This is an optimization exercise on Yosys and OpenROAD, whose aim is small area, a short achievable clock period and few clock cycles, not a production implementation.

## press_aes
module press_aes (
    input  wire         clk,
    input  wire         rst,         
    input  wire         key_valid,
    output wire         key_ready,
    input  wire [1:0]   key_len,     
    input  wire [255:0] key,
    input  wire         in_valid,
    output wire         in_ready,
    input  wire         in_dec,      
    input  wire [127:0] in_data,
    output wire         out_valid,
    input  wire         out_ready,
    output wire [127:0] out_data
);
Size: about 1600 flip-flops, roughly 130000 µm² of cells after synthesis.
Settings: LEC_CHECK=0, ABC_CLOCK_PERIOD_IN_PS=3500, CAP_MARGIN=20, CORE_MARGIN=2, CORE_UTILIZATION=45, PLACE_DENSITY=0.6, SETUP_SLACK_MARGIN=5, SLEW_MARGIN=20; clock period 12.0 ns.
standard.sh (not shown) runs the stock make flow with config.mk's settings and CLKGATE_MAP_FILE= SYNTH_SCRIPT=/design/flow/synth_recipe.tcl, a recipe that flattens the netlist after the stock synthesis.
==> flow/flow/run.sh <==
#!/bin/bash
set -euo pipefail
bash standard.sh SETUP_SLACK_MARGIN=7 finish > flow.log 2>&1
Rerun with:
==> flow/flow/run.sh (replaced) <==
#!/bin/bash
set -euo pipefail
bash standard.sh SETUP_SLACK_MARGIN=8 finish > flow.log 2>&1
What happened: First-iteration DRC count climbs by 4.0%; wire length climbs by about 8%; cell count climbs by 2.8%; fmax climbs by about 14%; count of clock-buffer cells in the layout drops by 5; synthesized cell count stays the same; hold slack improves by 0.015 ns; clock skew climbs by 0.041 ns; design area climbs by 7.3%; via count climbs by about 4.5%.
Function was not checked in any run of this note: the RTL went through the layout flow alone.

* * *

Setup of job 1390:
press_aes, a different RTL version from the one above (not shown whole).
Size in the first run: ~1600 flip-flops, about 520 I/O pins.
==> flow/config.mk <==
export PLATFORM = sky130hd
export DESIGN_NAME = press_aes
export DESIGN_NICKNAME = press_aes
export VERILOG_FILES = /design/flow/design.v
export SDC_FILE = /design/flow/constraint.sdc
export NUM_CORES = 8
export LEC_CHECK = 0
export ABC_CLOCK_PERIOD_IN_PS = 3500
export CAP_MARGIN = 20
export CORE_MARGIN = 2
export CORE_UTILIZATION = 45
export PLACE_DENSITY = 0.6
export SETUP_SLACK_MARGIN = 5
export SLEW_MARGIN = 20
==> flow/constraint.sdc <==
create_clock -name core_clock -period 12.0 [get_ports {clk}]
set_input_delay 2.4000 -clock core_clock [delete_from_list [all_inputs] [get_ports {clk}]]
set_output_delay 2.4000 -clock core_clock [all_outputs]
set_load 0.01 [all_outputs]
==> flow/flow/run.sh <==
#!/bin/bash
set -euo pipefail
bash standard.sh SETUP_SLACK_MARGIN=8 RECOVER_POWER=100 finish > flow.log 2>&1
Completing all stages was not enough for job 1390: its layout failed the final checks because of max-capacitance violations, max-slew violations.
Modified inputs, job 7679 compared to job 1390
==> flow/flow/run.sh <==
#!/bin/bash
set -euo pipefail
bash standard.sh SETUP_SLACK_MARGIN=8 finish > flow.log 2>&1
### Flow results
- | job 1390 | all stages done | FAIL | max-capacitance violations, max-slew violations |
- Job 7679: full flow OK, the timing, design-rule and antenna checks passed
- Sort job 7679 and job 1390 by wire length on met3 asc -> top: job 7679
- Job 7679 vs. job 1390: setup slack saw an increase; final worst-path cycle share saw a decrease.
- Per the comparison of job 7679 with job 1390, final wirelength neither gained nor lost much.
- Of the two values seen for critical-path cell with the highest stage delay, sky130_fd_sc_hd__o22ai_1 was produced by job 7679 and sky130_fd_sc_hd__clkbuf_1 by job 1390.
No run of this note included a check of the RTL's function; only the layout flow was run.

* * *

build 22:
Another version of the RTL of press_aes (not shown whole).
Size: ~11000 cells after synthesis, roughly 1600 flip-flops, roughly 520 I/O pins.
export LEC_CHECK = 0
export ABC_CLOCK_PERIOD_IN_PS = 3500
export CAP_MARGIN = 20
export CORE_MARGIN = 2
export CORE_UTILIZATION = 45
export CTS_CLUSTER_DIAMETER = 200
export CTS_CLUSTER_SIZE = 20
export PLACE_DENSITY = 0.6
export SETUP_SLACK_MARGIN = 5
export SLEW_MARGIN = 20
create_clock -name core_clock -period 12.0 [get_ports {clk}]
==> flow/flow/run.sh <==
#!/bin/bash
set -euo pipefail
W=$PWD
export OWN_ABC_SCRIPT=$W/flow/abc_map.script
{
  cat <<'TCL'
# ORFS's synthesis calls abc with its own -script; use ours instead.
proc abc {args} {
  set i [lsearch -exact $args -script]
  if {$i >= 0} { lset args [expr {$i + 1}] $::env(OWN_ABC_SCRIPT) }
  puts "abc with own script: $args"
  yosys abc {*}$args
}
TCL
  cat synth_recipe.tcl
} > own_synth.tcl
bash standard.sh SYNTH_SCRIPT=$W/own_synth.tcl SETUP_SLACK_MARGIN=8.15 \
  "BUFFER_PORTS_ARGS=-buffer_cell sky130_fd_sc_hd__buf_1" finish > flow.log 2>&1
==> flow/flow/abc_map.script <==
&get -n
&st
&syn2
&dch
&nf -R 1000
&put
#### Input delta (build 12 over build 22)
==> flow/flow/run.sh <==
#!/bin/bash
set -euo pipefail
bash standard.sh SETUP_SLACK_MARGIN=8 "BUFFER_PORTS_ARGS=-buffer_cell sky130_fd_sc_hd__buf_1" finish > flow.log 2>&1
removed: flow/flow/abc_map.script
Notes after the runs:
Higher global-route usage among build 12 and build 22: build 22
For build 12, the start point of the critical path was k8$_DFFE_PP_, unlike build 22, where it was tpos[0]$_DFFE_PP_.
Compared to build 22, build 12 has first-pass GRT wire length 5.4% higher.
Build 12 vs build 22: post-route cell area up
Total of fill cells in the finished design, build 12 and build 22, lower one = build 22.
Shortest clock period the worst path allows after layout ended up 0.10 ns higher on build 12 than on build 22.
Final cell count, build 12 vs build 22: up by a few percent
The following lists how build 40 was set up differently from build 12:
==> flow/flow/run.sh <==
#!/bin/bash
set -euo pipefail
W=$PWD
export OWN_ABC_SCRIPT=$W/flow/abc_map.script
{
  cat <<'TCL'
# ORFS's synthesis calls abc with its own -script; use ours instead.
proc abc {args} {
  set i [lsearch -exact $args -script]
  if {$i >= 0} { lset args [expr {$i + 1}] $::env(OWN_ABC_SCRIPT) }
  puts "abc with own script: $args"
  yosys abc {*}$args
}
TCL
  cat synth_recipe.tcl
} > own_synth.tcl
bash standard.sh SYNTH_SCRIPT=$W/own_synth.tcl SETUP_SLACK_MARGIN=8 \
  "BUFFER_PORTS_ARGS=-buffer_cell sky130_fd_sc_hd__buf_1" finish > flow.log 2>&1
==> flow/flow/abc_map.script (new file) <==
&get -n
&st
&syn2
&dch
&nf -R 1000
&put
==> run summary <==
Going from build 12 to build 40, number of global-route vias before repair went down 3850; met1 routed wirelength after detailed routing dropped about 10%; setup slack saw a decrease.
Going from build 12 to build 40, die area shrank by more than 10%.
The via count reported for build 40 is lower than the one for build 12.
Build 40 vs. build 12: overall routed net length dropped 28 mm; average wire per cell in the routed design lost about 1.4%.
Changes observed in build 40 relative to build 12: synthesized area now smaller; non-filler instance count after layout went down by about 4%.
No run of this note included a check of the RTL's function; only the layout flow was run.

-- re-timing with driven ports --
No port has a modelled driver above. Below, the same layouts with a new extraction and two added sets of constraints. Step 1: set_driving_cell puts a clkbuf_16 on clk and a buf_2 on each other input, an assumption about the parent block. Step 2 also shifts input and output timing later by t, the mid clock arrival at the registers, as if the neighbouring blocks saw the same clock. Three values: no drivers, after step 1, after step 2; two values: the first two.
run	t, ns	setup WS [ns]	worst hold slack (ns)
the first run of note 1	1.010	6.823 / 6.823 / 6.070	0.404 / 0.404 / 0.404
the second run of note 1	1.032	7.464 / 7.464 / 7.042	0.419 / 0.419 / 0.419
job 1390	1.047	3.722 / 3.800 / 2.753	0.420 / 0.420 / 0.420
job 7679	1.044	7.849 / 7.761 / 7.090	0.420 / 0.420 / 0.420
build 22	0.923	8.015 / 7.924 / 7.248	0.493 / 0.493 / 0.493
build 12	0.899	7.915 / 7.896 / 7.151	0.428 / 0.428 / 0.428
build 40	0.926	7.827 / 7.827 / 7.142	0.481 / 0.481 / 0.481
The setup slack of job 1390, which loses most, moves by +0.078 ns with the drivers and by -0.969 ns with both steps.
